Context: an optimization exercise on an open-source flow, tuned for small area. The choices shown serve that exercise and are no tape-out recipe. In this exercise RTL edits were held to simulation tests only and were not proved equivalent to the original. Power is estimated from default activity; no workload was simulated.

`design/flow/design.v`:
```
module thr_maj (input wire a, input wire b, input wire c, output wire y);
    assign y = (a & b) | (a & c) | (b & c);
endmodule
module thr_inv (input wire a, output wire y);
    assign y = ~a;
endmodule
module thr_nand2 (input wire a, input wire b, output wire y);
    assign y = ~(a & b);
endmodule
module thr_nand3 (input wire a, input wire b, input wire c, output wire y);
    assign y = ~(a & b & c);
endmodule
module thr_nand4 (input wire a, input wire b, input wire c, input wire d, output wire y);
    assign y = ~(a & b & c & d);
endmodule
module thr_nor2 (input wire a, input wire b, output wire y);
    assign y = ~(a | b);
endmodule
module thr_and2 (input wire a, input wire b, output wire y);
    assign y = a & b;
endmodule
module thr_and3 (input wire a, input wire b, input wire c, output wire y);
    assign y = a & b & c;
endmodule
module thr_and4 (input wire a, input wire b, input wire c, input wire d, output wire y);
    assign y = a & b & c & d;
endmodule
module thr_or3 (input wire a, input wire b, input wire c, output wire y);
    assign y = a | b | c;
endmodule
module thr_xor2 (input wire a, input wire b, output wire y);
    assign y = a ^ b;
endmodule
module thr_xnor2 (input wire a, input wire b, output wire y);
    assign y = ~(a ^ b);
endmodule
module thr_o21ai (input wire a, input wire b, input wire c, output wire y);
    assign y = ~((a | b) & c);
endmodule
module thr_a21o (input wire a, input wire b, input wire c, output wire y);
    assign y = (a & b) | c;
endmodule
module thr_a22o (input wire a, input wire b, input wire c, input wire d, output wire y);
    assign y = (a & b) | (c & d);
endmodule
module thr_mux2i (input wire a, input wire b, input wire s, output wire y);
    assign y = ~(s ? b : a);
endmodule
module thr_hold (input wire wen, input wire cn, input wire q, output wire d);
    wire t;
    thr_nand2 u_t (.a(wen), .b(q), .y(t));
    thr_o21ai u_d (.a(wen), .b(cn), .c(t), .y(d));
endmodule
module thr_bank #(
    parameter integer NTHR = 32
) (
    input  wire            clk,
    input  wire            rst,
    input  wire            s_valid,
    input  wire [6:0]      s_chan,
    input  wire [1:0]      s_preset,
    input  wire            s_ok,
    input  wire [23:0]     s_value,
    input  wire            cfg_we,
    input  wire [4:0]      cfg_idx,
    input  wire [31:0]     cfg_word,
    input  wire [31:0]     lvl_word,
    input  wire [NTHR-1:0] latch_clr,
    output wire [NTHR-1:0] thr_state,
    output wire [NTHR-1:0] thr_latch
);
    reg        p_valid;
    reg [6:0]  p_chan;
    reg [1:0]  p_preset;
    reg        p_ok;
    reg [23:12] p_vo;        
    always @(posedge clk) begin
        p_valid  <= s_valid;
        p_chan   <= s_chan;
        p_preset <= s_preset;
        p_ok     <= s_ok;
        p_vo     <= {~s_value[23], s_value[22:12]};
    end
    wire [11:0] s_vo = s_value[11:0];   
    wire pv_ok  = p_valid & p_ok;       
    wire pv_nok = p_valid & ~p_ok;      
    wire rst_n  = ~rst;
    wire        c_en   = cfg_word[0];
    wire        c_dir  = cfg_word[1];
    wire [1:0]  c_src  = cfg_word[3:2];
    wire        c_inv  = cfg_word[4];
    wire [3:0]  c_cnt  = cfg_word[11:8];
    wire [6:0]  c_chan = cfg_word[18:12];
    wire [23:0] lo = {~lvl_word[23], lvl_word[22:0]};
    wire [12:0] hy = {5'd0, lvl_word[31:24]};
    wire [12:0] kx = {1'b0, lo[23:12]} + (c_dir ? hy : (~hy + 13'd1));
    wire [23:0] c_x = ~lo;                    
    wire [11:0] c_y = ~kx[11:0];              
    wire        c_f = kx[12];                 
    wire [51:0] c_n = ~{~c_dir, c_src, c_inv, c_cnt[0], ~c_cnt[3:1], c_chan,
                        c_x, c_y, ~c_f};
    wire [12:0] cw;
    assign cw[0] = ~c_dir;
    genvar j;
    generate
        for (j = 0; j < 12; j = j + 1) begin : g_cw
            assign cw[j+1] = (s_vo[j] & c_x[j]) | (s_vo[j] & cw[j]) | (c_x[j] & cw[j]);
        end
    endgenerate
    wire c12_n = ~cw[12];
    wire [NTHR-1:0] we;
    wire [9:0]      cur [0:NTHR];
    assign cur[0] = 10'd0;
    wire fk_g = ~c_en | (cur[NTHR] != {~c_dir, c_src, c_chan});
    genvar k, i;
    generate
        for (k = 0; k < NTHR; k = k + 1) begin : g_thr
            reg        enable;
            reg        ndir;         
            reg [1:0]  source;
            reg        inv_act;
            reg        count0;       
            reg [3:1]  ncount;       
            reg [6:0]  channel;
            reg [23:0] xl;           
            reg [11:0] yk;           
            reg        nfk;          
            reg        state;
            reg        hold;         
            reg [3:0]  cnt;
            reg        latch;
            reg        c12;          
            wire [51:0] cfg_q = {ndir, source, inv_act, count0, ncount, channel,
                                 xl, yk, nfk};
            wire [51:0] cfg_d;
            assign we[k] = cfg_we & (cfg_idx == k);
            wire wen = ~we[k];
            for (i = 0; i < 52; i = i + 1) begin : g_h
                thr_hold u_h (.wen(wen), .cn(c_n[i]), .q(cfg_q[i]), .d(cfg_d[i]));
            end
            assign cur[k+1] = cur[k] | ({10{we[k]}} & {ndir, source, channel});
            wire [12:0]  cl;
            wire         c12_d;
            assign cl[0] = ndir;
            for (i = 0; i < 12; i = i + 1) begin : g_l
                thr_maj u_l (.a(s_vo[i]), .b(xl[i]), .c(cl[i]), .y(cl[i+1]));
            end
            thr_hold u_c12 (.wen(wen), .cn(c12_n), .q(cl[12]), .d(c12_d));
            wire [24:12] ca;
            wire [24:12] cr;
            assign ca[12] = c12;
            assign cr[12] = c12;
            for (i = 12; i < 24; i = i + 1) begin : g_a
                thr_maj u_a (.a(p_vo[i]), .b(xl[i]), .c(ca[i]), .y(ca[i+1]));
            end
            for (i = 12; i < 24; i = i + 1) begin : g_r
                thr_maj u_r (.a(p_vo[i]), .b(yk[i-12]), .c(cr[i]), .y(cr[i+1]));
            end
            wire a_ok, r0, r_ok, t_n;
            thr_xnor2 u_aok (.a(ca[24]), .b(ndir), .y(a_ok));
            thr_xor2  u_r0  (.a(cr[24]), .b(ndir), .y(r0));
            thr_and2  u_rok (.a(r0), .b(nfk), .y(r_ok));
            thr_mux2i u_t   (.a(a_ok), .b(r_ok), .s(state), .y(t_n));    
            wire [8:0] x;
            for (i = 0; i < 7; i = i + 1) begin : g_x
                thr_xnor2 u_x (.a(p_chan[i]), .b(channel[i]), .y(x[i]));
            end
            thr_xnor2 u_x7 (.a(p_preset[0]), .b(source[0]), .y(x[7]));
            thr_xnor2 u_x8 (.a(p_preset[1]), .b(source[1]), .y(x[8]));
            wire m1, m2, e8, hv_n, vh_n, ih;
            thr_nand4 u_m1 (.a(x[0]), .b(x[1]), .c(x[2]), .d(x[3]), .y(m1));
            thr_nand4 u_m2 (.a(x[4]), .b(x[5]), .c(x[6]), .d(x[7]), .y(m2));
            thr_nor2  u_e8 (.a(m1), .b(m2), .y(e8));
            thr_nand3 u_hv (.a(e8), .b(x[8]), .c(p_valid), .y(hv_n));   
            thr_nand3 u_vh (.a(e8), .b(x[8]), .c(pv_ok), .y(vh_n));     
            thr_and4  u_ih (.a(e8), .b(x[8]), .c(pv_nok), .d(inv_act), .y(ih));
            wire wf, clr_n;
            thr_nand2 u_wf (.a(we[k]), .b(fk_g), .y(wf));
            thr_and3  u_cl (.a(enable), .b(rst_n), .c(wf), .y(clr_n));
            wire c0n, cg1, cg2, cg3, cg4, hold_n, rch, rch_n;
            thr_inv   u_c0n (.a(cnt[0]), .y(c0n));
            thr_nand2 u_cg1 (.a(c0n), .b(count0), .y(cg1));
            thr_maj   u_cg2 (.a(cnt[1]), .b(ncount[1]), .c(cg1), .y(cg2));
            thr_maj   u_cg3 (.a(cnt[2]), .b(ncount[2]), .c(cg2), .y(cg3));
            thr_maj   u_cg4 (.a(cnt[3]), .b(ncount[3]), .c(cg3), .y(cg4));
            thr_inv   u_hn  (.a(hold), .y(hold_n));
            thr_a21o  u_rch (.a(state), .b(hold_n), .c(cg4), .y(rch));
            thr_inv   u_rn  (.a(rch), .y(rch_n));
            wire pass, done, inc, keep;
            thr_nor2  u_ps (.a(t_n), .b(vh_n), .y(pass));
            thr_and2  u_dn (.a(pass), .b(rch), .y(done));
            thr_and3  u_in (.a(pass), .b(rch_n), .c(clr_n), .y(inc));
            thr_and2  u_kp (.a(clr_n), .b(hv_n), .y(keep));
            wire t1, s_n, state_d, rise, h_n, hold_d, lc_n, latch_d;
            thr_xor2  u_t1 (.a(state), .b(done), .y(t1));
            thr_o21ai u_sn (.a(t1), .b(ih), .c(clr_n), .y(s_n));
            thr_inv   u_sd (.a(s_n), .y(state_d));
            thr_nor2  u_rs (.a(state), .b(s_n), .y(rise));
            thr_o21ai u_hn2 (.a(ih), .b(hold), .c(clr_n), .y(h_n));
            thr_nor2  u_hd (.a(h_n), .b(done), .y(hold_d));
            thr_nor2  u_lc (.a(latch_clr[k]), .b(rst), .y(lc_n));
            thr_a21o  u_ld (.a(latch), .b(lc_n), .c(rise), .y(latch_d));
            wire n1, a01, n2, a012, n3;
            wire [3:0] cnt_d;
            thr_a22o  u_d0 (.a(keep), .b(cnt[0]), .c(inc), .d(c0n), .y(cnt_d[0]));
            thr_xor2  u_n1 (.a(cnt[1]), .b(cnt[0]), .y(n1));
            thr_a22o  u_d1 (.a(keep), .b(cnt[1]), .c(inc), .d(n1), .y(cnt_d[1]));
            thr_and2  u_a01 (.a(cnt[0]), .b(cnt[1]), .y(a01));
            thr_xor2  u_n2 (.a(cnt[2]), .b(a01), .y(n2));
            thr_a22o  u_d2 (.a(keep), .b(cnt[2]), .c(inc), .d(n2), .y(cnt_d[2]));
            thr_and3  u_a012 (.a(cnt[0]), .b(cnt[1]), .c(cnt[2]), .y(a012));
            thr_xor2  u_n3 (.a(cnt[3]), .b(a012), .y(n3));
            thr_a22o  u_d3 (.a(keep), .b(cnt[3]), .c(inc), .d(n3), .y(cnt_d[3]));
            always @(posedge clk) begin
                if (rst)
                    enable <= 1'b0;
                else if (we[k])
                    enable <= c_en;
                {ndir, source, inv_act, count0, ncount, channel, xl, yk, nfk} <= cfg_d;
                state <= state_d;
                hold  <= hold_d;
                cnt   <= cnt_d;
                latch <= latch_d;
                c12   <= c12_d;
            end
            assign thr_state[k] = state;
            assign thr_latch[k] = latch;
        end
    endgenerate
endmodule
```
`design/flow/run.sh`:
```
#!/bin/bash
# synth_recipe.tcl (not shown) runs the flow's synth.tcl, then flattens the netlist and writes it again
# the make line also repeats each setting of config.mk as NAME=value (left out here)
make -C /OpenROAD-flow-scripts/flow DESIGN_CONFIG=/design/flow/config.mk WORK_HOME=/design/flow/orfs CLKGATE_MAP_FILE= SYNTH_SCRIPT=/design/flow/synth_recipe.tcl finish
```
`design/flow/config.mk`:
```
export PLATFORM = sky130hd
export DESIGN_NAME = thr_bank
export DESIGN_NICKNAME = thr_bank
export VERILOG_FILES = /design/flow/design.v
export SDC_FILE = /design/flow/constraint.sdc
export NUM_CORES = 4
export LEC_CHECK = 0
export CAP_MARGIN = 20
export CORE_MARGIN = 2
export CORE_UTILIZATION = 40
export CTS_BUF_LIST = sky130_fd_sc_hd__clkbuf_4 sky130_fd_sc_hd__clkbuf_8
export SLEW_MARGIN = 20
export SYNTH_HIERARCHICAL = 1
```
`design/flow/constraint.sdc`:
```
create_clock -name core_clock -period 8.0 [get_ports {clk}]
set_input_delay 1.6000 -clock core_clock [delete_from_list [all_inputs] [get_ports {clk}]]
set_output_delay 1.6000 -clock core_clock [all_outputs]
set_load 0.01 [all_outputs]
```
==> results of run 1 <==
==> logic make-up after synthesis <==
logic type / after synthesis / synth area share (%)
compound gates: 2149 / 14.4
simple gates: 2471 / 12.7
flops: 1975 / 47.9
xor+xnor: 507 / 5.38
mux: 65 / 0.789
buf+inv: 296 / 1.65
fa+ha+maj: 1264 / 17.3
==> Yosys cell counts (2+ instances only) <==
master,instances
nor2b_1,8
o41ai_1,4
nand4_1,102
nand2b_1,5
inv_1,190
nor3_1,4
nor3b_1,2
and3_1,97
ha_1,13
nand3_1,68
nand4b_1,3
nand2_1,1771
a21oi_1,13
o311ai_0,2
a21o_1,66
o311a_1,2
mux2i_1,64
nor2_1,234
clkbuf_1,33
buf_4,64
a22o_1,132
a22oi_1,153
a221oi_1,4
and4_1,32
and3b_1,2
nor4_1,9
xnor2_1,342
nand4bb_1,2
o21bai_1,5
and2_1,129
dfxtp_1,1975
xor2_1,165
o21ai_1,1760
maj3_2,1250
buf_2,8
o21ai_0,4
==> area by class of cell <==
class	instances	share of cell area [%]
multi-input cells	6456	43.6
well taps	2688	3.51
diodes	6	0.0157
clock buffers	557	7.23
repair buffers	352	3.20
clock inverters	28	0.224
flip-flops and latches	1975	41.3
inverters	190	0.834
==> metrics by stage <==
step	utilization, %	area [um^2]	power [uW]	setup WS (ps)	instances
3_5_place_dp	43.2	88600	18400	1380	11700
5_1_grt	46.7	95700	29300	1270	12300
3_3_place_gp	43.2	88600	18200	1470	11700
2_1_floorplan	-	82600	16700	1930	8727
4_1_cts	46.7	95700	28100	1410	12200
6_report	46.7	95700	27800	1420	12300
==> worst max-delay path, cell delays in order (launching register included) <==
cell     delay (ps)
dfxtp_2         400
buf_4           380
maj3_2          420
maj3_2          310
maj3_2          310
maj3_2          310
maj3_2          310
maj3_2          310
maj3_2          330
maj3_2          320
maj3_2          320
maj3_2          320
maj3_2          310
maj3_2          380
xnor2_1         500
mux2i_1         180
nor2_1          150
and2_1          170
xor2_1           80
o21ai_1         320
nor2_1          100
a21o_1          160
==> modules after synthesis (local to each module, per instance), a selection <==
module,cell area (um^2),cells,copies in the design,flops+latches
thr_inv,3.75,1,128,0
thr_bank,43500,2583,1,1975
thr_xnor2,8.76,1,320,0
thr_and2,6.26,1,128,0
thr_nand4,6.26,1,64,0
thr_mux2i,10.0,1,32,0
thr_a21o,7.51,1,64,0
thr_and4,8.76,1,32,0
thr_nor2,3.75,1,160,0
thr_o21ai,5.00,1,1760,0
thr_nand3,5.00,1,64,0
thr_and3,6.26,1,96,0
==> state kept, by name (all words and copies together), names as in the netlist, 64 cells and up <==
name	count
g_thr.source	64
g_thr.channel	224
g_thr.xl	768
g_thr.ncount	96
g_thr.yk	384
g_thr.cnt	128
==> metal layers <==
metal | vias to the layer above | share of wire [%] | global-route usage [%]
met3 | 568 | 5.8 | 3.77
met5 | - | 0.011 | 0
met4 | 4 | 5.6 | 12.9
met1 | 29400 | 44 | 30.8
met2 | 1865 | 44 | 37.4
li1 | 32200 | - | -
==> worst paths after layout <==
path / end / slack (ps) / cells after the start
worst max register to register: g_thr[4].latch / 1420 / 21
worst max-delay path: g_thr[4].latch / 1420 / 21
worst min register to register: g_thr[23].nfk / 440 / 2
worst min-delay path: g_thr[23].nfk / 440 / 2
==> cells in the final DEF (no fill, tap or decap), types with 5 or more instances in the layout <==
cell type	count
clkinvlp_4	5
nand2_1	1771
nand2b_1	5
and2_1	129
inv_1	157
maj3_2	1250
nor4_1	9
o21bai_1	5
a22o_1	132
ha_1	12
buf_2	9
clkbuf_8	438
nand3_1	68
nor2b_1	7
xor2_1	164
clkbuf_4	119
buf_4	165
nor2_1	234
nand4_1	102
a21oi_1	13
clkinv_2	18
xnor2_1	332
clkdlybuf4s50_1	176
xnor2_2	10
o21ai_1	1760
a21o_1	66
dfxtp_1	1954
dfxtp_2	21
diode_2	6
mux2i_1	64
inv_4	30
and3_1	97
and4_1	32
a22oi_1	153
==> power breakdown <==
part	internal, uW	leakage, uW	switching, uW
Sequential	11700	0.0164	1330
Clock	5500	0.00381	4090
Combinational	2580	0.0188	2580
Total	19800	0.0390	8010
==> metrics.md, run 1 <==
| Metric | Value |
|---|---|
| CORE AREA | 205000 um^2 |
| Initial antenna violation count | 7 |
| Worst R2R Start | p_vo[12] |
| Post-route ant nets | 0 |
| Clock sink total | 1975 |
| RSZ-0062 raised after global routing | false |
| # fillers | 19400 |
| Crit path time final | 6580 ps |
| Starting Density | 40.3% |
| P&R area growth vs syn | 15.9% |
| Clock Tree Root | clkbuf_8 |
| WL per Instance | 20.7 um |
| Total Wirelength | 253000 um |
| Area of the die | 210000 um^2 |
| Multi-input logic area | 41800 um^2 |
| Power Density | 291 nW/um^2 |
| CTS Buf Count | 349 |
| I/O Buffers | 186 |
| Flops & latches, synth | 1975 |
| Slew Limit Headroom | 24.4% |
| Rows | 166 |
| CP startpoint | p_vo[12] |
| Hpwl dp | 169000 um |
| Layout cells sized above 1 | 21.8% |
| Post-Syn Instances | 8727 |
| Die height | 458 um |
| FF/Latch Area | 39600 um^2 |
| Worst Tran Pin Value | 1130 ps |
| First-pass GRT wire length | 380000 um |
| Crit Path Category | reg -> reg |
| Avg Cell Area, Syn | 9.46 um^2 |
| Routed vias/inst | 5.23 |
| Clk_lat worst skew | 1070 ps |
| Worst vdd ir | 0.156 mV |
| Fmax achieved | 0.152 GHz |
| Post-synth EDFFs | 0 |
| Top Ports | 203 |
| Nets | 9477 |
| Tcrit/Tclk final | 82.2% |
| Yosys warning count | 7 |
| Hold path startpoint | g_thr[23].nfk |
| Worst path required time | 8920 ps |
| Synth Flop Type | dfxtp_1 |
| Post CTS Setup Buffer Count | 0 |
| Synth area leaders | dfxtp_1 (48%), maj3_2 (17%), o21ai_1 (11%) |
| Worst min-delay path class | reg -> reg |
| Worst-path clk slew | 60 ps |
| Setup Skew | 90.4 ps |
| Crit Path Max Fanout | 55 |
| MaxCap Viol Count | 0 |
| H-tree depth | 5 |
| Yosys top cell by area | dfxtp_1 |
| Sequential area share after synthesis | 47.9% |
| Initial drt markers | 4610 |
| Via count | 64000 |
| Status | no timing/DRC/antenna violations |
| Static leakage | 0.0390 uW |
| Vias in the first global route | 60400 |
| Overflow after GRT | 0 |
| Pin count of the biggest net entering global routing | 107 |
| Post-route DRC violation count | 0 |
| Yosys top cell area share | 47.9% |
| Post-synthesis cell type count | 46 |
| Setup_tns | 0 ps |
| Max-slew violations | 0 |
| Max clock buf depth | 4 |
| TritonCTS clock tree | yes |
| Routability congestion estimate | 0.935 |
| Hold_buf cts | 0 |
| GRT Overall Usage | 23.6% |
| Syn_nets | 8880 |
| CP Launch Type | flip-flop |
| Asr flop ratio synth | 0% |
| Resize count post-CTS | 0 |
| Critical Path End Type | flip-flop |
| Final Hold Viols | 0 |
| Post-Syn Area | 82600 um^2 |
| # setup viols final | 0 |
| Die Span X | 458 um |
| TritonRoute pass-1 iters | 8 |
| Worst Hold Margin | 441 ps |
| Crit path DAT | 7490 ps |
==> inputs of run 2 (changes only) <==
--- a/design/flow/config.mk
+++ b/design/flow/config.mk
@@ -8,6 +8,5 @@
 export CAP_MARGIN = 20
 export CORE_MARGIN = 2
 export CORE_UTILIZATION = 40
-export CTS_BUF_LIST = sky130_fd_sc_hd__clkbuf_4 sky130_fd_sc_hd__clkbuf_8
 export SLEW_MARGIN = 20
 export SYNTH_HIERARCHICAL = 1
==> metrics.md, run 2 <==
| Metric | Value |
|---|---|
| Flops & latches, synth | 1975 (unchanged) |
| Pin count of the biggest net entering global routing | 107 (unchanged) |
| Crit path DAT | 7310 ps (-180 ps) |
| Top Ports | 203 (unchanged) |
| Post-route ant nets | 0 (unchanged) |
| MaxCap Viol Count | 0 (unchanged) |
| Via count | 63000 (-1.6%) |
| Static leakage | 0.0385 uW (-1.2%) |
| R2r endpoint | g_thr[1].latch |
| Worst Slack Setup Final | 1430 ps (+9.88 ps) |
| Commonest non-fill, non-tap cell in the layout | dfxtp_1 |
| CP Launch Type | flip-flop |
| Clock sink total | 1975 (unchanged) |
| Crit Path Category | reg -> reg |
| Asr flop ratio synth | 0% (unchanged) |
| P&R area growth vs syn | 15.5% |
| CORE AREA | 205000 um^2 (unchanged) |
| Overflow after GRT | 0 (unchanged) |
| Worst Hold End | g_thr[26].nfk |
| Fin cells | 12000 (-1.7%) |
| Hold_buf cts | 0 (unchanged) |
| Yosys warning count | 7 (unchanged) |
| Routed vias/inst | 5.23 (+0.14%) |
| Worst vdd ir | 0.194 mV (+24%) |
| Clk pwr share | 34.6% (about the same) |
| Vias in the first global route | 59000 (-2.3%) |
| Total Wirelength | 250000 um (-1.1%) |
| Max-slew violations | 0 (unchanged) |
| Post-route DRC violation count | 0 (unchanged) |
| Hpwl dp | 169000 um (unchanged) |
| Top cells by count, synth | dfxtp_1 (1975), nand2_1 (1771), o21ai_1 (1760), maj3_2 (1250), xnor2_1 (342) |
| Status | no timing/DRC/antenna violations |
| Number of flip-flops in the largest register | 768 (unchanged) |
| Post-Syn Instances | 8727 (unchanged) |
| Die Span X | 458 um (unchanged) |
| Power Density | 292 nW/um^2 (+0.44%) |
| Clock Tree Root | clkbuf_16 |
| TritonCTS clock tree | yes |
| Post-synth EDFFs | 0 (unchanged) |
| Yosys top cell area share | 47.9% (unchanged) |
| Cell total after placement | 11700 (unchanged) |
| Worst R2R Start | p_vo[12] |
| Post CTS Setup Buffer Count | 0 (unchanged) |
| Worst path required time | 8750 ps (-170 ps) |
| Resize count post-CTS | 0 (unchanged) |
| GRT Overall Usage | 23.4% (-0.21 points) |
| H-tree depth | 4 (-1) |
| # setup viols final | 0 (unchanged) |
| Crit path time final | 6570 ps (-9.88 ps) |
| Die height | 458 um (unchanged) |
| Routability congestion estimate | 0.935 (unchanged) |
| Post-Syn Area | 82600 um^2 (unchanged) |
| Layout cells sized above 1 | 19.4% (-2.4 points) |
| Critical Path End Type | flip-flop |
| Part of the power in registers | 46.9% (about the same) |
| Syn_nets | 8880 (unchanged) |
| Starting Density | 40.3% (unchanged) |
| Switching fraction of total power | 28.6% (-0.16 points) |
| # fillers | 19300 (-0.66%) |
| Final Hold Viols | 0 (unchanged) |
| Synth area leaders | dfxtp_1 (48%), maj3_2 (17%), o21ai_1 (11%) |
| First-pass GRT wire length | 376000 um (-0.93%) |
| Worst min-delay path class | reg -> reg |
| Internal power component | 19900 uW (+0.33%) |
| Avg Cell Area, Syn | 9.46 um^2 (unchanged) |
| Area of the die | 210000 um^2 (unchanged) |
| Max clock buf depth | 3 (-1) |
| Clk_lat worst skew | 860 ps (-210 ps) |
| Setup Skew | 37.7 ps (-52.8 ps) |
| Worst Tran Pin Value | 1130 ps (+1.19 ps) |
| Post-Route Utilization | 46.5% (-0.15 points) |
| Post-Place Setup Slack | 1380 ps (unchanged) |
| Crit Path Max Fanout | 55 (unchanged) |
| Hold path cells | 2 (unchanged) |
| Slew Limit Headroom | 24.6% (+0.20 points) |
| RSZ-0062 raised after global routing | false |
| Register-to-Register Setup Slack | 1430 ps (about the same) |
| Setup_tns | 0 ps (unchanged) |
| Initial drt markers | 4735 (+2.7%) |
| Rows | 166 (unchanged) |
| TritonRoute pass-1 iters | 6 (-2) |
| Post-synthesis cell type count | 46 (unchanged) |
| Fmax achieved | 0.152 GHz (+0.15%) |
| Placed inst area | 88600 um^2 (unchanged) |
| Worst-path clk slew | 60 ps (about the same) |
| Commonest non-fill, non-tap cells in the layout | dfxtp_1 (1954), nand2_1 (1771), o21ai_1 (1760) |
| Comb pwr share | 18.5% (about the same) |
| R2R depth | 21 (unchanged) |
| Cell with the most instances after synthesis | dfxtp_1 |
| Tcrit/Tclk final | 82.1% (-0.12 points) |
| Yosys top cell by area | dfxtp_1 |
| Fin area | 95400 um^2 (-0.33%) |
| Switch Pwr | 7970 uW (-0.45%) |
| Hold path startpoint | g_thr[26].nfk |
| Initial antenna violation count | 10 (+3) |
| Synth Flop Type | dfxtp_1 |
| I/O Buffers | 186 (unchanged) |
| Sequential area share after synthesis | 47.9% (unchanged) |
| CTS Buf Count | 205 (-41%) |
| WL per Instance | 20.8 um (+0.66%) |
| Nets | 9333 (-1.5%) |
[run 2: modules after synthesis (local to each module, per instance), a selection]
module	copies in the design	area, um^2	cells inside
thr_bank	1	43500	2583
thr_maj	1248	11.3	1
thr_mux2i	32	10.0	1
thr_xor2	160	8.76	1
thr_a22o	128	8.76	1
thr_xnor2	320	8.76	1
thr_and4	32	8.76	1
thr_a21o	64	7.51	1
thr_and2	128	6.26	1
thr_and3	96	6.26	1
thr_nand3	64	5.00	1
thr_o21ai	1760	5.00	1
thr_inv	128	3.75	1
thr_nand2	1760	3.75	1
thr_nor2	160	3.75	1
[run 2: power groups by stage]
stage / registers, uW / clock network, uW / logic, uW
floorplan: 12900 / 0 / 3750
global placement: 13200 / 0 / 5020
global route: 13300 / 10300 / 5740
detailed placement: 13300 / 0 / 5130
CTS: 13100 / 9850 / 5160
finish: 13100 / 9630 / 5150
[run 2: through the flow]
step	power [uW]	hold slack (ps)
detailed placement	18400	437
global route	29300	452
global placement	18200	431
CTS	28100	444
finish	27800	442
floorplan	16700	423
[run 2: cell families after synthesis]
| family | Yosys count | synth area share, % |
|---|---|---|
| flip-flops | 1975 | 47.9 |
| AND/OR/NAND/NOR | 2471 | 12.7 |
| adder cells (fa/ha/maj) | 1264 | 17.3 |
| XOR/XNOR | 507 | 5.38 |
| buffers and inverters | 296 | 1.65 |
| multiplexers | 65 | 0.789 |
| AO/OA/AOI/OAI | 2149 | 14.4 |
[run 2: worst max-delay path, cell delays in order (launching register included)]
cell,delay (ps)
dfxtp_2,410
buf_4,380
maj3_2,420
maj3_2,310
maj3_2,310
maj3_2,310
maj3_2,310
maj3_2,340
maj3_2,320
maj3_2,320
maj3_2,330
maj3_2,320
maj3_2,320
maj3_2,320
xnor2_1,650
mux2i_1,210
nor2_1,160
and2_1,180
xor2_1,70
o21ai_1,190
nor2_1,80
a21o_1,150
[run 2: worst max-delay path by stage]
stage | start | end
5_1_grt | p_vo[12] | g_thr[12].latch
4_1_cts | p_vo[12] | g_thr[23].latch
2_1_floorplan | p_vo[12] | g_thr[11].latch
6_report | p_vo[12] | g_thr[1].latch
3_3_place_gp | cfg_idx[3] | g_thr[21].latch
3_5_place_dp | cfg_idx[3] | g_thr[21].latch
[run 2: metal layers]
layer	vias up	part of all wire, %	track usage (%)
met5	-	0.010	0
met4	4	6.0	13.2
met3	519	4.8	3.09
met2	1531	44	36.8
met1	29000	45	30.9
li1	31900	-	-
[run 2: cell type report]
type | count | area, um^2 | area share, %
Antenna cell | 8 | 20.0 | 0.0210
Clock buffer | 316 | 6090 | 6.38
Clock inverter | 55 | 724 | 0.759
Inverter | 190 | 798 | 0.837
Multi-Input combinational cell | 6456 | 41800 | 43.8
Sequential cell | 1975 | 39600 | 41.5
Tap cell | 2688 | 3360 | 3.53
Timing Repair Buffer | 352 | 3070 | 3.22
==> inputs of run 3 (changes only) <==
--- a/design/flow/design.v
+++ b/design/flow/design.v
@@ -98,7 +98,7 @@
     wire [11:0] c_y = ~kx[11:0];              
     wire        c_f = kx[12];                 
     wire [51:0] c_n = ~{~c_dir, c_src, c_inv, c_cnt[0], ~c_cnt[3:1], c_chan,
-                        c_x, c_y, ~c_f};
+                        ~c_x[23:12], c_x[11:0], ~c_y, c_f};
     wire [12:0] cw;
     assign cw[0] = ~c_dir;
     genvar j;
@@ -122,16 +122,17 @@
             reg        count0;       
             reg [3:1]  ncount;       
             reg [6:0]  channel;
-            reg [23:0] xl;           
-            reg [11:0] yk;           
-            reg        nfk;          
+            reg [11:0] xl;           
+            reg [23:12] nxh;         
+            reg [11:0] nyk;          
+            reg        fk;           
             reg        state;
             reg        hold;         
             reg [3:0]  cnt;
             reg        latch;
             reg        c12;          
             wire [51:0] cfg_q = {ndir, source, inv_act, count0, ncount, channel,
-                                 xl, yk, nfk};
+                                 nxh, xl, nyk, fk};
             wire [51:0] cfg_d;
             assign we[k] = cfg_we & (cfg_idx == k);
             wire wen = ~we[k];
@@ -146,21 +147,18 @@
                 thr_maj u_l (.a(s_vo[i]), .b(xl[i]), .c(cl[i]), .y(cl[i+1]));
             end
             thr_hold u_c12 (.wen(wen), .cn(c12_n), .q(cl[12]), .d(c12_d));
+            wire [23:12] op;
             wire [24:12] ca;
-            wire [24:12] cr;
             assign ca[12] = c12;
-            assign cr[12] = c12;
             for (i = 12; i < 24; i = i + 1) begin : g_a
-                thr_maj u_a (.a(p_vo[i]), .b(xl[i]), .c(ca[i]), .y(ca[i+1]));
-            end
-            for (i = 12; i < 24; i = i + 1) begin : g_r
-                thr_maj u_r (.a(p_vo[i]), .b(yk[i-12]), .c(cr[i]), .y(cr[i+1]));
-            end
-            wire a_ok, r0, r_ok, t_n;
-            thr_xnor2 u_aok (.a(ca[24]), .b(ndir), .y(a_ok));
-            thr_xor2  u_r0  (.a(cr[24]), .b(ndir), .y(r0));
-            thr_and2  u_rok (.a(r0), .b(nfk), .y(r_ok));
-            thr_mux2i u_t   (.a(a_ok), .b(r_ok), .s(state), .y(t_n));    
+                thr_mux2i u_o (.a(nxh[i]), .b(nyk[i-12]), .s(state), .y(op[i]));
+                thr_maj   u_a (.a(p_vo[i]), .b(op[i]), .c(ca[i]), .y(ca[i+1]));
+            end
+            wire u, tx, rg, t_n;
+            thr_xnor2 u_u  (.a(ca[24]), .b(ndir), .y(u));          
+            thr_xor2  u_tx (.a(u), .b(state), .y(tx));
+            thr_nand2 u_rg (.a(state), .b(fk), .y(rg));            
+            thr_nand2 u_t  (.a(tx), .b(rg), .y(t_n));              
             wire [8:0] x;
             for (i = 0; i < 7; i = i + 1) begin : g_x
                 thr_xnor2 u_x (.a(p_chan[i]), .b(channel[i]), .y(x[i]));
@@ -216,7 +214,7 @@
                     enable <= 1'b0;
                 else if (we[k])
                     enable <= c_en;
-                {ndir, source, inv_act, count0, ncount, channel, xl, yk, nfk} <= cfg_d;
+                {ndir, source, inv_act, count0, ncount, channel, nxh, xl, nyk, fk} <= cfg_d;
                 state <= state_d;
                 hold  <= hold_d;
                 cnt   <= cnt_d;
==> design/flow/flow/run.sh (new file) <==
#!/bin/bash
# Layout: the standard flow (standard synthesis, floorplan, placement,
# routing), with two changes: the clock tree is built without dummy loads,
# and after global routing the gates with slack are sized down (ORFS's power
# recovery step). Each step's full output stays in orfs/logs; make's own
# output goes to make.log here.
set -euo pipefail
bash standard.sh \
    RECOVER_POWER=100 \
    "CTS_ARGS=-sink_clustering_enable -repair_clock_nets -dont_use_dummy_load -sink_clustering_size 30 -sink_clustering_max_diameter 100" \
    finish > make.log 2>&1
==> design/flow/standard.sh (new file) <==
#!/bin/bash
# synth_recipe.tcl (not shown) runs the flow's synth.tcl, then flattens the netlist and writes it again
# the make line also repeats each setting of config.mk as NAME=value (left out here)
make -C /OpenROAD-flow-scripts/flow DESIGN_CONFIG=/design/flow/config.mk WORK_HOME=/design/flow/orfs CLKGATE_MAP_FILE= SYNTH_SCRIPT=/design/flow/synth_recipe.tcl "${@:-finish}"
--- a/design/flow/config.mk
+++ b/design/flow/config.mk
@@ -7,6 +7,6 @@
 export LEC_CHECK = 0
 export CAP_MARGIN = 20
 export CORE_MARGIN = 2
-export CORE_UTILIZATION = 40
+export CORE_UTILIZATION = 60
 export SLEW_MARGIN = 20
 export SYNTH_HIERARCHICAL = 1
removed: design/flow/run.sh
==> metrics.md, run 3 <==
| Metric | Value |
|---|---|
| Synth Flop Type | dfxtp_1 |
| Routability congestion estimate | 0.964 (+3.1%) |
| Fin area | 88400 um^2 (-7.3%) |
| CP Launch Type | flip-flop |
| Worst path slowest cell | clkbuf_1 |
| Worst Slack Setup Final | 692 ps (-743 ps) |
| CP Cell Sequence | clkbuf_1, mux2i_1, maj3_2, maj3_2, maj3_2, maj3_2, maj3_2, maj3_2, maj3_2, maj3_2, maj3_2, maj3_2, maj3_2, xnor2_1, xor2_1, nand2_1, nor2_1, and2_1, xor2_1, o21ai_0, nor2_1, a21o_1 |
| Worst path required time | 8660 ps (-90 ps) |
| Commonest non-fill, non-tap cells in the layout | dfxtp_1 (1961), nand2_1 (1836), o21ai_0 (1633) |
| Cell mode on critical path | maj3_2 |
| CTS Buf Count | 75 (-63%) |
| Post-Syn Area | 81900 um^2 (-0.80%) |
| Post-Route Utilization | 65.3% (+19 points) |
| Vias in the first global route | 57900 (-1.9%) |
| I/O Buffers | 186 (unchanged) |
| Post-synthesis cell type count | 48 (+4.3%) |
| Fmax achieved | 0.137 GHz (-10%) |
| Hpwl dp | 168000 um (-0.80%) |
| Syn_nets | 8901 (+0.24%) |
| Max Used Layer | met5 |
| Static leakage | 0.0343 uW (-11%) |
| Post-synth EDFFs | 0 (unchanged) |
| Crit path DAT | 7970 ps (+660 ps) |
| MaxCap Viol Count | 52 (+52) |
| Crit Path Max Fanout | 14 (-75%) |
| Met3 routed WL | 18200 um (+50%) |
| Area of the die | 140000 um^2 (-34%) |
| Post-route ant nets | 0 (unchanged) |
| Max clock buf depth | 3 (unchanged) |
| Post CTS Setup Buffer Count | 0 (unchanged) |
| Post-Syn Instances | 8748 (+0.24%) |
| Crit path time final | 7310 ps (+743 ps) |
| Flops & latches, synth | 1975 (unchanged) |
| Initial drt markers | 5907 (+25%) |
| Yosys top cell by area | dfxtp_1 |
| Via count | 63900 (+1.4%) |
| # fillers | 11800 (-39%) |
| Final Hold Viols | 0 (unchanged) |
| P&R area growth vs syn | 7.93% |
| Cell with the most instances after synthesis | dfxtp_1 |
| WL per Instance | 23.4 um (+12%) |
| Setup Skew | 31.0 ps (-6.68 ps) |
| CORE AREA | 135000 um^2 (-34%) |
| Slew Limit Headroom | -215% (-240 points) |
| Tcrit/Tclk final | 91.4% (+9.3 points) |
| Routed vias/inst | 5.87 (+12%) |
| RSZ-0062 raised after global routing | false |
| Status | complete, but fails checks |
| Hold_buf cts | 0 (unchanged) |
| Yosys warning count | 7 (unchanged) |
| Setup_tns | 0 ps (unchanged) |
| Asr flop ratio synth | 0% (unchanged) |
| Blocking Checks | max-capacitance violations, max-slew violations |
| Critical Path End Type | flip-flop |
| Metal-1 WL | 113000 um (-0.41%) |
| Pin count of the biggest net entering global routing | 107 (unchanged) |
| Placed inst area | 86900 um^2 (-1.8%) |
| CP peak stage delay | 1010 ps (+360 ps) |
| Worst min-delay path class | reg -> reg |
| CP startpoint | g_thr[11].state |
| Total Wirelength | 254000 um (+1.5%) |
| Worst-path clk slew | 110 ps (+50 ps) |
| Commonest non-fill, non-tap cell in the layout | dfxtp_1 |
| Rows | 135 (-19%) |
| Post-route DRC violation count | 0 (unchanged) |
| Synth area leaders | dfxtp_1 (48%), maj3_2 (12%), o21ai_1 (11%) |
| Power Density | 248 nW/um^2 (-15%) |
| Overflow after GRT | 0 (unchanged) |
| TritonRoute pass-1 iters | 6 (unchanged) |
| Avg Cell Area, Syn | 9.37 um^2 (-1.0%) |
| Worst vdd ir | 0.216 mV (+11%) |
| Total chip power | 22000 uW (-21%) |
| Yosys top cell area share | 48.3% (+0.39 points) |
| Max-slew violations | 2514 (+2514) |
| Hold path startpoint | g_thr[30].nxh[17] |
| # setup viols final | 0 (unchanged) |
| Met2 routed WL | 107000 um (-2.5%) |
| Nets | 9245 (-0.94%) |
| Initial antenna violation count | 3 (-7) |
| GRT Overall Usage | 35.7% (+12 points) |
| Top cells by count, synth | dfxtp_1 (1975), nand2_1 (1836), o21ai_1 (1760), maj3_2 (866), mux2i_1 (416) |
| Clock sink total | 1975 (unchanged) |
| Starting Density | 60.5% (+20 points) |
| Clock Tree Root | clkbuf_16 |
| TritonCTS clock tree | yes |
| Die height | 374 um (-19%) |
| Worst R2R Start | g_thr[11].state |
| Layout cells sized above 1 | 11.7% (-7.6 points) |
| H-tree depth | 3 (-1) |
| Clk_lat worst skew | 730 ps (-130 ps) |
| Crit Path Category | reg -> reg |
| Die Span X | 374 um (-19%) |
| Resize count post-CTS | 0 (unchanged) |
| Top Ports | 203 (unchanged) |
| First-pass GRT wire length | 375000 um (-0.29%) |
| Worst Tran Pin Value | 4730 ps (+3590 ps) |
| Post-Place Setup Slack | 1520 ps (+133 ps) |
| Sequential area share after synthesis | 48.3% (+0.39 points) |
==> run 3: cell types whose count changed in the layout (fill, tap and decap cells not counted), moves of 65 or more <==
cell / delta
mux2i_1: +352
o21ai_0: +1629
nand2_1: +65
o21ai_1: -1625
maj3_1: +77
maj3_2: -461
clkbuf_16: -131
==> run 3: routing by layer <==
layer / GRT usage [%] / vias up
li1: - / 31100
met1: 50.0 / 30100
met2: 54.5 / 2119
met3: 4.32 / 488
met4: 17.7 / 2
met5: 0 / -
==> run 3: logic make-up (layout without fill, tap and decap cells) <==
group	count (synthesis)	count (layout)	synth area share [%]
DFF	1975	1975	48.3
xor gates and xnor gates	507	507	5.42
adders and majority gates	880	880	12.1
AOI/OAI and AO/OA	2147	2147	14.5
buffers and inverters	310	652	1.74
and+or+nand+nor	2512	2512	12.9
muxes	417	417	5.10
other	0	2	0
==> run 3: path summary, 6_finish.rpt <==
path / endpoint / slack (ps) / cells past startpoint
min reg2reg: g_thr[30].nxh[17] / 450 / 2
min: g_thr[30].nxh[17] / 450 / 2
max: g_thr[11].latch / 690 / 22
max reg2reg: g_thr[11].latch / 690 / 22
==> run 3: area by class of cell <==
cell class	count	area [um^2]	share of cell area, %
Antenna cell	2	5.00	0.00566
Clock buffer	75	1880	2.12
Inverter	204	802	0.907
Multi-Input combinational cell	6463	41000	46.4
Sequential cell	1975	39600	44.7
Tap cell	1781	2230	2.52
Timing Repair Buffer	373	2940	3.32
==> run 3: power by group <==
part | internal (uW) | leakage, uW | switching [uW]
clock | 1710 | 0.000924 | 2990
sequential | 11700 | 0.0164 | 1240
combinational | 2010 | 0.0170 | 2290
total | 15400 | 0.0343 | 6520
==> run 3: metrics by stage <==
stage | hold slack, ps | instances
after global placement | 431 | 10800
after detailed placement | 438 | 10800
after CTS | 454 | 10900
final | 454 | 10900
after global routing | 468 | 10900
after floorplan | 423 | 8748
==> run 3: per-module statistics from Yosys (local to each module, per instance), a selection <==
module | flops+latches | cell area, um^2
thr_nand4 | 0 | 6.26
thr_xor2 | 0 | 8.76
thr_a22o | 0 | 8.76
thr_nand2 | 0 | 3.75
thr_mux2i | 0 | 10.0
thr_o21ai | 0 | 5.00
thr_a21o | 0 | 7.51
thr_and3 | 0 | 6.26
thr_nor2 | 0 | 3.75
thr_and2 | 0 | 6.26
thr_and4 | 0 | 8.76
thr_maj | 0 | 11.3
thr_inv | 0 | 3.75
==> run 3: critical path: cells and delay by family, from the launching register on <==
family	cells	cell delay [ps]
buf+inv	1	1010
simple gates	4	930
xor+xnor	3	490
compound gates	2	260
fa+ha+maj	11	3630
flops	1	720
mux	1	200
==> inputs of run 4 (changes only) <==
==> design/flow/flow/run.sh (replaced) <==
#!/bin/bash
# Layout: the standard flow (standard synthesis through routing), with
# the port buffers made with the smallest buffer cell. Each step's full
# output stays in orfs/logs; make's own output goes to make.log here.
set -euo pipefail
bash standard.sh \
    "BUFFER_PORTS_ARGS=-buffer_cell sky130_fd_sc_hd__buf_1" \
    finish > make.log 2>&1
--- a/design/flow/config.mk
+++ b/design/flow/config.mk
@@ -8,5 +8,7 @@
 export CAP_MARGIN = 20
 export CORE_MARGIN = 2
 export CORE_UTILIZATION = 60
+export CTS_CLUSTER_DIAMETER = 100
+export CTS_CLUSTER_SIZE = 30
 export SLEW_MARGIN = 20
 export SYNTH_HIERARCHICAL = 1
==> metrics.md, run 4 <==
| Metric | Value |
|---|---|
| MaxCap Viol Count | 0 (-100%) |
| Comb pwr share | 20.2% (+0.6 points) |
| Die height | 374 um (unchanged) |
| Post-route DRC violation count | 0 (unchanged) |
| Hpwl dp | 167000 um (-0.29%) |
| Tcrit/Tclk final | 82.0% (-9.3 points) |
| Total Wirelength | 252000 um (-0.89%) |
| Crit path DAT | 7200 ps (-770 ps) |
| P&R area growth vs syn | 7.28% |
| Top cells by count, synth | dfxtp_1 (1975), nand2_1 (1836), o21ai_1 (1760), maj3_2 (866), mux2i_1 (416) |
| TritonCTS clock tree | yes |
| Status | no timing/DRC/antenna violations |
| First-pass GRT wire length | 371000 um (-0.93%) |
| Area of the die | 140000 um^2 (unchanged) |
| Clock sink total | 1975 (unchanged) |
| Fmax achieved | 0.152 GHz (+11%) |
| Yosys top cell area share | 48.3% (unchanged) |
| Max-slew violations | 0 (-100%) |
| Post-Syn Area | 81900 um^2 (unchanged) |
| Vias in the first global route | 57800 (-0.073%) |
| Worst min-delay path class | reg -> reg |
| Worst path required time | 8630 ps (-30 ps) |
| # setup viols final | 0 (unchanged) |
| Static leakage | 0.0341 uW (-0.45%) |
| Crit Path Max Fanout | 15 (+1) |
| Internal power component | 15600 uW (+1.0%) |
| Max clock buf depth | 3 (unchanged) |
| Yosys warning count | 7 (unchanged) |
| CP peak stage delay | 740 ps (-270 ps) |
| Synth Flop Type | dfxtp_1 |
| Rows | 135 (unchanged) |
| CP Launch Type | flip-flop |
| Commonest non-fill, non-tap cell in the layout | dfxtp_1 |
| I/O Buffers | 186 (unchanged) |
| WL per Instance | 23.2 um (-0.92%) |
| Clock Tree Root | clkbuf_16 |
| Post-Syn Instances | 8748 (unchanged) |
| CORE AREA | 135000 um^2 (unchanged) |
| Avg Cell Area, Syn | 9.37 um^2 (unchanged) |
| Via count | 64000 (+0.25%) |
| Setup_tns | 0 ps (unchanged) |
| Setup Skew | 22.9 ps (-8.13 ps) |
| Cell with the most instances after synthesis | dfxtp_1 |
| Worst Hold End | g_thr[30].nyk[4] |
| Starting Density | 60.5% (unchanged) |
| Switch Pwr | 6640 uW (+1.8%) |
| GRT Overall Usage | 35.4% (-0.30 points) |
| Flops & latches, synth | 1975 (unchanged) |
| Worst-path clk slew | 110 ps (about the same) |
| Crit path time final | 6560 ps (-745 ps) |
| Hold_buf cts | 0 (unchanged) |
| Yosys top cell by area | dfxtp_1 |
| Hold path startpoint | g_thr[30].nyk[4] |
| Power Density | 253 nW/um^2 (+1.9%) |
| Synth area leaders | dfxtp_1 (48%), maj3_2 (12%), o21ai_1 (11%) |
| Hold path cells | 2 (unchanged) |
| Cell mode on critical path | maj3_2 |
| Critical Path End Type | flip-flop |
| Resize count post-CTS | 0 (unchanged) |
| Layout cells sized above 1 | 13.4% (+1.7 points) |
| Post-synth EDFFs | 0 (unchanged) |
| Worst Slack Setup Final | 1440 ps (+745 ps) |
| RSZ-0062 raised after global routing | false |
| Worst Tran Pin Value | 1180 ps (-3540 ps) |
| Post-route ant nets | 0 (unchanged) |
| Switching fraction of total power | 29.9% (+0.16 points) |
| Die Span X | 374 um (unchanged) |
| R2R depth | 22 (unchanged) |
| Initial antenna violation count | 5 (+2) |
| Crit Path Category | reg -> reg |
| Final Hold Viols | 0 (unchanged) |
| Nets | 9242 (-0.032%) |
| Post-Place Setup Slack | 1480 ps (-36.5 ps) |
| H-tree depth | 3 (unchanged) |
| Overflow after GRT | 0 (unchanged) |
| Post CTS Setup Buffer Count | 0 (unchanged) |
| Part of the power in registers | 58.2% (-0.9 points) |
| Clk pwr share | 21.6% (+0.2 points) |
| Sequential area share after synthesis | 48.3% (unchanged) |
| Post-synthesis cell type count | 48 (unchanged) |
| TritonRoute pass-1 iters | 6 (unchanged) |
| Top Ports | 203 (unchanged) |
| Register-to-Register Setup Slack | 1440 ps (+740 ps) |
| Worst R2R Start | g_thr[12].state |
| Asr flop ratio synth | 0% (unchanged) |
| Syn_nets | 8901 (unchanged) |
| Pin count of the biggest net entering global routing | 107 (unchanged) |
| R2r endpoint | g_thr[12].latch |
| Clk_lat worst skew | 740 ps (about the same) |
| Worst vdd ir | 0.249 mV (+15%) |
| CP Cell Sequence | buf_4, mux2i_1, maj3_2, maj3_2, maj3_2, maj3_2, maj3_2, maj3_2, maj3_2, maj3_2, maj3_2, maj3_2, maj3_2, xnor2_1, xor2_1, nand2_1, nor2_1, and2_1, xor2_1, o21ai_1, nor2_1, a21o_1 |
| Routability congestion estimate | 0.970 (+0.59%) |
| Routed vias/inst | 5.89 (+0.23%) |
| Slew Limit Headroom | 21.1% (+240 points) |
| Initial drt markers | 5754 (-2.6%) |
| Commonest non-fill, non-tap cells in the layout | dfxtp_1 (1961), nand2_1 (1836), o21ai_1 (1760) |
| Worst path slowest cell | dfxtp_1 |
| CTS Buf Count | 75 (unchanged) |
## run 4: how the worst max path moves through the flow
stage | start | to | cells past startpoint
6_report | g_thr[12].state | g_thr[12].latch | 22
5_1_grt | g_thr[12].state | g_thr[12].latch | 22
2_1_floorplan | g_thr[23].state | g_thr[23].latch | 22
3_3_place_gp | s_value[0] | g_thr[3].c12 | 15
3_5_place_dp | s_value[0] | g_thr[3].c12 | 15
4_1_cts | g_thr[12].state | g_thr[12].latch | 22
## run 4: final cells by class
type                    instances  area, um^2
diodes                          1        2.50
clock buffers                  80        1960
clock inverters                 2        17.5
fillers                     11700       47600
inverters                     204         846
multi-input cells            6463       41100
flip-flops and latches       1975       39600
well taps                    1781        2230
repair buffers                370        2160
## run 4: Yosys stat by module, one instance, submodules excluded, excerpt
module	flops+latches	area, um^2	copies in the design
thr_a22o	0	8.76	128
thr_inv	0	3.75	128
thr_maj	0	11.3	864
thr_mux2i	0	10.0	384
thr_nand2	0	3.75	1824
thr_nand3	0	5.00	64
thr_nand4	0	6.26	64
thr_nor2	0	3.75	160
thr_xnor2	0	8.76	320
## run 4: cell families (layout without fill, tap and decap cells)
group           count (synthesis)  in the layout  share of synthesized area, %
simple gates                 2512           2512                          12.9
compound gates               2147           2147                          14.5
flops                        1975           1975                          48.3
fa+ha+maj                     880            880                          12.1
xor+xnor                      507            507                          5.42
mux                           417            417                          5.10
buf+inv                       310            656                          1.74
other cells                     0              1                             0
## run 4: metal layers
layer	GRT usage [%]	wire length, um
met3	4.28	17600
met2	54.4	108000
met4	18.2	15300
met1	48.9	111000
met5	0	0
## run 4: through the flow
step,instance area [um^2],utilization (%),hold WS (ps),total power (uW),instances
finish,87900,64.9,453,22200,10900
global placement,85800,63.3,431,17400,10800
detailed placement,85800,63.4,439,17600,10800
CTS,87800,64.8,455,22300,10900
global route,87900,64.9,465,23400,10900
floorplan,81900,-,423,16100,8748
## run 4: power groups by stage
stage	registers (uW)	clock network, uW	logic (uW)
after global placement	13100	0	4320
after CTS	12900	4880	4470
after detailed placement	13200	0	4450
after floorplan	12800	0	3280
final	12900	4800	4490
after global routing	13100	5190	5020
## run 4: worst max-delay path: cells and delay by family (launching register included)
family                     cells  cell delay (ps)
adders and majority gates     11             3530
AOI/OAI and AO/OA              2              350
DFF                            1              740
xor gates and xnor gates       3              760
buffers and inverters          1              440
and+or+nand+nor                4              440
muxes                          1              150
==> inputs of run 5 (changes only) <==
==> design/flow/run.sh (new file) <==
#!/bin/bash
# synth_recipe.tcl (not shown) runs the flow's synth.tcl, then flattens the netlist and writes it again
# the make line also repeats each setting of config.mk as NAME=value (left out here)
make -C /OpenROAD-flow-scripts/flow DESIGN_CONFIG=/design/flow/config.mk WORK_HOME=/design/flow/orfs CLKGATE_MAP_FILE= SYNTH_SCRIPT=/design/flow/synth_recipe.tcl finish
removed: design/flow/flow/run.sh
removed: design/flow/standard.sh
==> metrics.md, run 5 <==
| Metric | Value |
|---|---|
| Worst Hold Margin | 451 ps (-2.22 ps) |
| Synth Area in Compound Gates | 14.5% (unchanged) |
| CTS Buf Count | 75 (unchanged) |
| Hpwl dp | 168000 um (+0.29%) |
| Adder-cell share of the synthesized area | 12.1% (unchanged) |
| Sequential area share after synthesis | 48.3% (unchanged) |
| Fmax achieved | 0.151 GHz (-1.1%) |
| Ant. Diodes | 0 (-1) |
| Total Wirelength | 254000 um (+1.0%) |
| R2R depth | 22 (unchanged) |
| I/O Buffers | 186 (unchanged) |
| Hold_buf cts | 0 (unchanged) |
| Asr flop ratio synth | 0% (unchanged) |
| GRT Overall Usage | 35.7% (+0.32 points) |
| Post CTS Setup Buffer Count | 0 (unchanged) |
| Commonest non-fill, non-tap cell in the layout | dfxtp_1 |
| Crit path time final | 6640 ps (+75.7 ps) |
| Vias in the first global route | 58000 (+0.22%) |
| Die Span X | 374 um (unchanged) |
| Clk pwr share | 21.5% (about the same) |
| CP peak stage delay | 820 ps (+80 ps) |
| Initial drt markers | 6102 (+6.0%) |
| Worst path required time | 8640 ps (about the same) |
| Worst Hold End | g_thr[4].inv_act |
| Post-synth EDFFs | 0 (unchanged) |
| Die height | 374 um (unchanged) |
| Top cells by count, synth | dfxtp_1 (1975), nand2_1 (1836), o21ai_1 (1760), maj3_2 (866), mux2i_1 (416) |
| Comb pwr share | 20.3% (about the same) |
| Final Hold Viols | 0 (unchanged) |
| RSZ-0062 raised after global routing | false |
| Hold path startpoint | g_thr[4].inv_act |
| Cell with the most instances after synthesis | dfxtp_1 |
| Cell mode on critical path | maj3_2 |
| Top Ports | 203 (unchanged) |
| Crit path DAT | 7280 ps (+80 ps) |
| Clock sink total | 1975 (unchanged) |
| Flops & latches, synth | 1975 (unchanged) |
| Max-slew violations | 0 (unchanged) |
| Crit Path Category | reg -> reg |
| Clock Tree Root | clkbuf_16 |
| Synth area leaders | dfxtp_1 (48%), maj3_2 (12%), o21ai_1 (11%) |
| Post-synthesis mux area share | 5.10% (unchanged) |
| CORE AREA | 135000 um^2 (unchanged) |
| Met1 usage | 50.0% (+1.0 points) |
| Crit Path Max Fanout | 8 (-7) |
| Tcrit/Tclk final | 83.0% (+0.95 points) |
| H-tree depth | 3 (unchanged) |
| Synth Flop Type | dfxtp_1 |
| Setup Skew | 27.1 ps (+4.19 ps) |
| Commonest non-fill, non-tap cells in the layout | dfxtp_1 (1961), nand2_1 (1836), o21ai_1 (1760) |
| Power Density | 251 nW/um^2 (-0.95%) |
| # setup viols final | 0 (unchanged) |
| MaxCap Viol Count | 0 (unchanged) |
| Via count | 64200 (+0.23%) |
| Switch Pwr | 6670 uW (+0.52%) |
| Nets | 9245 (+0.032%) |
| Main combinational cell family by area after synthesis | compound AO/OA/AOI/OAI gates |
| Starting Density | 60.5% (unchanged) |
| Syn_nets | 8901 (unchanged) |
| R2r endpoint | g_thr[7].latch |
| Worst Tran Pin Value | 1120 ps (-57.2 ps) |
| WL per Instance | 23.4 um (+0.98%) |
| TritonRoute pass-1 iters | 6 (unchanged) |
| XOR/XNOR Fraction of Synth Area | 5.42% (unchanged) |
| Worst-path clk slew | 110 ps (about the same) |
| Simple-gate area share of the yosys netlist | 12.9% (unchanged) |
| Routed vias/inst | 5.90 (+0.19%) |
| Yosys top cell by area | dfxtp_1 |
| Worst min-delay path class | reg -> reg |
| GR Util met2 | 54.5% (+0.098 points) |
| Pin count of the biggest net entering global routing | 107 (unchanged) |
| Worst R2R Start | g_thr[7].state |
| Worst vdd ir | 0.218 mV (-13%) |
| Slew Limit Headroom | 25.0% (+3.9 points) |
| P&R area growth vs syn | 8.61% |
| Part of the power in registers | 58.1% (about the same) |
| Overflow after GRT | 0 (unchanged) |
| TritonCTS clock tree | yes |
| Register-to-Register Setup Slack | 1360 ps (-80 ps) |
| Post-synthesis cell type count | 48 (unchanged) |
| Switching fraction of total power | 29.9% (+0.069 points) |
| Critical Path End Type | flip-flop |
| CP Launch Type | flip-flop |
| Layout cells sized above 1 | 13.4% (-0.064 points) |
| Clk_lat worst skew | 750 ps (about the same) |
| Routability congestion estimate | 0.964 (-0.59%) |
| Avg Cell Area, Syn | 9.37 um^2 (unchanged) |
| M3 GR Usage | 4.31% (+0.032 points) |
| Resize count post-CTS | 0 (unchanged) |
| Worst path slowest cell | dfxtp_1 |
| Post-Syn Area | 81900 um^2 (unchanged) |
| Hold path cells | 2 (unchanged) |
| Post-route ant nets | 0 (unchanged) |
| Status | no timing/DRC/antenna violations |
| Rows | 135 (unchanged) |
| Post-Syn Instances | 8748 (unchanged) |
| Internal power component | 15600 uW (+0.18%) |
| Post-route DRC violation count | 0 (unchanged) |
| Yosys warning count | 7 (unchanged) |
| Static leakage | 0.0346 uW (+1.3%) |
| Setup_tns | 0 ps (unchanged) |
| First-pass GRT wire length | 375000 um (+0.99%) |
| GR peak layer | met2 |
| Area of the die | 140000 um^2 (unchanged) |
| CP Cell Sequence | mux2i_1, maj3_2, maj3_2, maj3_2, maj3_2, maj3_2, maj3_2, maj3_2, maj3_2, maj3_2, maj3_2, maj3_2, maj3_2, xnor2_1, xor2_1, nand2_1, nor2_1, and2_1, xor2_1, o21ai_1, nor2_1, a21o_1 |
| Initial antenna violation count | 3 (-2) |
| Yosys top cell area share | 48.3% (unchanged) |
| Max clock buf depth | 3 (unchanged) |
==> run 5: changes by cell type in the layout (fill, tap and decap cells not counted), sizes merged <==
cell / previous run / this run
clkbuf: 98 / 79
diode: 1 / 0
clkinv: 7 / 11
buf: 352 / 196
clkdlybuf4s50: 0 / 177
==> run 5: metrics by stage <==
step	util [%]	cells	power [uW]	area (um^2)	setup WS [ps]
5_1_grt	65.7	10900	23400	89000	1140
6_report	65.7	10900	22300	89000	1360
3_3_place_gp	64.2	10800	17400	86900	1530
2_1_floorplan	-	8748	16100	81900	2160
4_1_cts	65.7	10900	22300	88900	1520
3_5_place_dp	64.2	10800	17700	86900	1520
==> run 5: area by class of cell <==
type                    instances  area (um^2)
fillers                     11600        46500
multi-input cells            6463        41100
flip-flops and latches       1975        39600
repair buffers                373         3250
well taps                    1781         2230
clock buffers                  79         1930
inverters                     204          842
clock inverters                 6         60.1
==> run 5: power by group through the flow <==
| stage | logic (uW) | registers, uW | clock network [uW] |
|---|---|---|---|
| after detailed placement | 4490 | 13200 | 0 |
| after CTS | 4510 | 13000 | 4870 |
| after global placement | 4350 | 13100 | 0 |
| after global routing | 5060 | 13200 | 5190 |
| final | 4540 | 13000 | 4800 |
| after floorplan | 3280 | 12800 | 0 |
==> run 5: worst max path at each step <==
stage	from	endpoint	slack, ps	cells past startpoint
2_1_floorplan	g_thr[23].state	g_thr[23].latch	2160	22
3_3_place_gp	s_value[0]	g_thr[31].c12	1530	16
3_5_place_dp	cfg_idx[1]	g_thr[18].latch	1520	17
4_1_cts	g_thr[7].state	g_thr[7].latch	1520	22
5_1_grt	g_thr[15].state	g_thr[15].latch	1140	22
6_report	g_thr[7].state	g_thr[7].latch	1360	22
==> run 5: logic make-up after synthesis <==
| group | Yosys count |
|---|---|
| compound gates | 2147 |
| xor+xnor | 507 |
| fa+ha+maj | 880 |
| buf+inv | 310 |
| flops | 1975 |
| mux | 417 |
| simple gates | 2512 |
==> run 5: worst max-delay path: cells and delay by family, from the launching register on <==
family	cells	cell delay, ps
AOI/OAI and AO/OA	2	460
muxes	1	180
DFF	1	820
adders and majority gates	12	3770
and+or+nand+nor	4	470
xor gates and xnor gates	3	820
==> run 5: metal layers <==
metal	vias to the layer above	wire (um)	share of wire, %
li1	31500	-	-
met1	30100	114000	45
met2	2107	108000	43
met3	441	17500	6.9
met4	0	14900	5.9
met5	-	0	0
==> run 5: Yosys stat by module (local to each module, per instance), a selection <==
module / flip-flops and latches / area (um^2)
thr_a22o: 0 / 8.76
thr_nor2: 0 / 3.75
thr_and4: 0 / 8.76
thr_and2: 0 / 6.26
thr_o21ai: 0 / 5.00
thr_maj: 0 / 11.3
thr_nand4: 0 / 6.26
thr_inv: 0 / 3.75
thr_bank: 1975 / 43600
thr_and3: 0 / 6.26
thr_nand3: 0 / 5.00
==> inputs of run 6 (changes only) <==
==> design/flow/config.mk (replaced) <==
export PLATFORM = sky130hd
export DESIGN_NAME = thr_bank
export DESIGN_NICKNAME = thr_bank
export VERILOG_FILES = /design/flow/design.v
export SDC_FILE = /design/flow/constraint.sdc
export NUM_CORES = 4
export LEC_CHECK = 0
export CAP_MARGIN = 10
export CORE_MARGIN = 2
export CORE_UTILIZATION = 70
export CTS_CLUSTER_DIAMETER = 100
export CTS_CLUSTER_SIZE = 30
export SLEW_MARGIN = 10
export SYNTH_HIERARCHICAL = 1
==> metrics.md, run 6 <==
| Metric | Value |
|---|---|
| Hold path cells | 2 (unchanged) |
| Yosys top cell area share | 48.3% (unchanged) |
| Cell total after placement | 10500 (-2.4%) |
| I/O Buffers | 186 (unchanged) |
| CP Launch Type | flip-flop |
| Worst path slowest cell | dfxtp_1 |
| Static leakage | 0.0345 uW (-0.13%) |
| Max clock buf depth | 3 (unchanged) |
| Tcrit/Tclk final | 83.0% (about the same) |
| Final Hold Viols | 0 (unchanged) |
| TritonCTS clock tree | yes |
| Clock Tree Root | clkbuf_16 |
| Hold_buf cts | 0 (unchanged) |
| CP peak stage delay | 630 ps (-190 ps) |
| Nets | 9240 (-0.054%) |
| Post-Syn Area | 81900 um^2 (unchanged) |
| Status | no timing/DRC/antenna violations |
| WL per Instance | 23.4 um (about the same) |
| Setup_tns | 0 ps (unchanged) |
| Post-synthesis cell type count | 48 (unchanged) |
| Worst Hold End | g_thr[19].inv_act |
| Cell with the most instances after synthesis | dfxtp_1 |
| H-tree depth | 3 (unchanged) |
| Top cells by count, synth | dfxtp_1 (1975), nand2_1 (1836), o21ai_1 (1760), maj3_2 (866), mux2i_1 (416) |
| Post-route ant nets | 0 (unchanged) |
| Area of the die | 120000 um^2 (-14%) |
| Commonest non-fill, non-tap cells in the layout | dfxtp_1 (1962), nand2_1 (1836), o21ai_1 (1760) |
| Slew Limit Headroom | 12.8% (-12 points) |
| Flops & latches, synth | 1975 (unchanged) |
| Hpwl dp | 164000 um (-2.2%) |
| Part of the power in registers | 58.3% (+0.2 points) |
| Clock sink total | 1975 (unchanged) |
| Routed vias/inst | 6.18 (+4.9%) |
| Synth Flop Type | dfxtp_1 |
| Internal power component | 15600 uW (about the same) |
| Post CTS Setup Buffer Count | 0 (unchanged) |
| Crit path time final | 6640 ps (+1.63 ps) |
| Post-Route Utilization | 76.2% (+11 points) |
| MaxCap Viol Count | 0 (unchanged) |
| GRT Overall Usage | 40.5% (+4.9 points) |
| Simple-gate area share of the yosys netlist | 12.9% (unchanged) |
| Layout cells sized above 1 | 13.3% (-0.078 points) |
| Asr flop ratio synth | 0% (unchanged) |
| Worst min-delay path class | reg -> reg |
| Cell family with most CP delay | adder cells |
| Adder-cell share of the synthesized area | 12.1% (unchanged) |
| Placed inst area | 86500 um^2 (-0.46%) |
| Fmax achieved | 0.151 GHz (about the same) |
| First-pass GRT wire length | 370000 um (-1.5%) |
| P&R area growth vs syn | 8.14% |
| Pin count of the biggest net entering global routing | 107 (unchanged) |
| Comb pwr share | 20.4% (about the same) |
| Sequential area share after synthesis | 48.3% (unchanged) |
| Syn_nets | 8901 (unchanged) |
| Clk_lat worst skew | 720 ps (-30 ps) |
| Die height | 346 um (-7.3%) |
| Total Wirelength | 248000 um (-2.4%) |
| Top Ports | 203 (unchanged) |
| Post-synthesis mux area share | 5.10% (unchanged) |
| Fin cells | 10600 (-2.4%) |
| Fin area | 88600 um^2 (-0.43%) |
| Avg Cell Area, Syn | 9.37 um^2 (unchanged) |
| Crit Path Category | reg -> reg |
| # setup viols final | 0 (unchanged) |
| Worst Tran Pin Value | 1310 ps (+183 ps) |
| Worst-path clk slew | 120 ps (about the same) |
| Crit Path Max Fanout | 18 (+10) |
| Hold path startpoint | g_thr[19].inv_act |
| Die Span X | 346 um (-7.3%) |
| TritonRoute pass-1 iters | 8 (+2) |
| Switching fraction of total power | 29.9% (-0.041 points) |
| RSZ-0062 raised after global routing | false |
| Worst path required time | 8660 ps (+20 ps) |
| Yosys top cell by area | dfxtp_1 |
| Post-route DRC violation count | 0 (unchanged) |
| Rows | 125 (-7.4%) |
| Routability congestion estimate | 0.967 (+0.36%) |
| Crit path DAT | 7310 ps (+30 ps) |
| R2R depth | 22 (unchanged) |
| Main combinational cell family by area after synthesis | compound AO/OA/AOI/OAI gates |
| Synth area leaders | dfxtp_1 (48%), maj3_2 (12%), o21ai_1 (11%) |
| Cell mode on critical path | maj3_2 |
| Post-Syn Instances | 8748 (unchanged) |
| Initial antenna violation count | 4 (+1) |
| CORE AREA | 116000 um^2 (-14%) |
| Yosys warning count | 7 (unchanged) |
| Resize count post-CTS | 0 (unchanged) |
| Synth Area in Compound Gates | 14.5% (unchanged) |
| Power Density | 251 nW/um^2 (+0.35%) |
| Via count | 65700 (+2.3%) |
| Critical Path End Type | flip-flop |
| Register-to-Register Setup Slack | 1360 ps (about the same) |
| Setup Skew | 24.5 ps (-2.56 ps) |
| Clk pwr share | 21.4% (about the same) |
| Initial drt markers | 6760 (+11%) |
| CTS Buf Count | 75 (unchanged) |
| CP Cell Sequence | buf_4, maj3_2, maj3_2, maj3_2, maj3_2, maj3_2, maj3_2, maj3_2, maj3_2, maj3_2, maj3_2, maj3_2, maj3_2, xnor2_1, xor2_1, nand2_1, nor2_1, and2_1, xor2_1, o21ai_1, nor2_1, a21o_1 |
| Starting Density | 70.5% (+10 points) |
| Worst path buffer plus inverter count | 1 (+1) |
| Commonest non-fill, non-tap cell in the layout | dfxtp_1 |
| Overflow after GRT | 0 (unchanged) |
| Worst R2R Start | p_vo[12] |
| Post-synth EDFFs | 0 (unchanged) |
| Total chip power | 22300 uW (about the same) |
| Vias in the first global route | 60600 (+4.5%) |
| Max-slew violations | 0 (unchanged) |
| XOR/XNOR Fraction of Synth Area | 5.42% (unchanged) |
| Switch Pwr | 6660 uW (-0.22%) |
| R2r endpoint | g_thr[25].latch |
| Worst vdd ir | 0.221 mV (+1.4%) |
## run 6: cell counts after synthesis
Identical to the previous run, type by type.
## run 6: logic make-up after synthesis
group | count (synthesis)
AO/OA/AOI/OAI | 2147
XOR/XNOR | 507
adder cells (fa/ha/maj) | 880
buffers and inverters | 310
flip-flops | 1975
multiplexers | 417
AND/OR/NAND/NOR | 2512
## run 6: area by class of cell
class / instances / area (um^2)
multi-input cells: 6463 / 41100
flip-flops and latches: 1975 / 39600
fillers: 8634 / 27600
repair buffers: 368 / 3220
clock buffers: 77 / 1930
well taps: 1524 / 1910
inverters: 204 / 818
clock inverters: 6 / 66.3
diodes: 1 / 2.50
## run 6: worst reg2reg max path, cell delays in order, from the launching register on
cell and delay, ps:
dfxtp_1 630, buf_4 430, maj3_2 360, maj3_2 320, maj3_2 320, maj3_2 310
maj3_2 320, maj3_2 330, maj3_2 310, maj3_2 310, maj3_2 360, maj3_2 320
maj3_2 340, maj3_2 330, xnor2_1 180, xor2_1 160, nand2_1 90, nor2_1 120
and2_1 180, xor2_1 150, o21ai_1 110, nor2_1 480, a21o_1 140
## run 6: through the flow
| stage | hold slack, ps | setup WS (ps) |
|---|---|---|
| after floorplan | 423 | 2160 |
| after global placement | 431 | 1550 |
| after detailed placement | 437 | 1480 |
| after CTS | 452 | 1400 |
| after global routing | 465 | 1170 |
| final | 452 | 1360 |
## run 6: worst max path at each step
stage | startpoint | endpoint | slack [ps] | cells past startpoint
after CTS | p_vo[12] | g_thr[7].latch | 1400 | 22
after detailed placement | p_vo[12] | g_thr[7].latch | 1480 | 22
after global routing | p_vo[12] | g_thr[25].latch | 1170 | 22
after floorplan | g_thr[23].state | g_thr[23].latch | 2160 | 22
after global placement | s_value[0] | g_thr[5].c12 | 1550 | 16
final | p_vo[12] | g_thr[25].latch | 1360 | 22
## run 6: per-module statistics from Yosys, one instance, submodules excluded, excerpt
module	copies in the design	cells inside	flip-flops and latches	cell area [um^2]
thr_and3	96	1	0	6.26
thr_bank	1	2604	1975	43600
thr_nand2	1824	1	0	3.75
thr_xor2	160	1	0	8.76
thr_xnor2	320	1	0	8.76
thr_a21o	64	1	0	7.51
thr_o21ai	1760	1	0	5.00
thr_nand4	64	1	0	6.26
thr_and4	32	1	0	8.76
thr_and2	96	1	0	6.26
thr_nand3	64	1	0	5.00
## run 6: routing by layer
layer | up-vias | track usage, % | routed length (um)
met4 | 0 | 24.2 | 17200
met3 | 570 | 6.14 | 23100
li1 | 31500 | - | -
met1 | 30900 | 54.3 | 102000
met5 | - | 0 | 0
met2 | 2752 | 62.2 | 106000
## run 6: power groups by stage
stage | clock network (uW) | logic, uW | registers, uW
after floorplan | 0 | 3280 | 12800
after global placement | 0 | 4270 | 13100
after detailed placement | 0 | 4460 | 13200
after CTS | 4780 | 4490 | 13000
after global routing | 5080 | 5050 | 13200
final | 4760 | 4540 | 13000
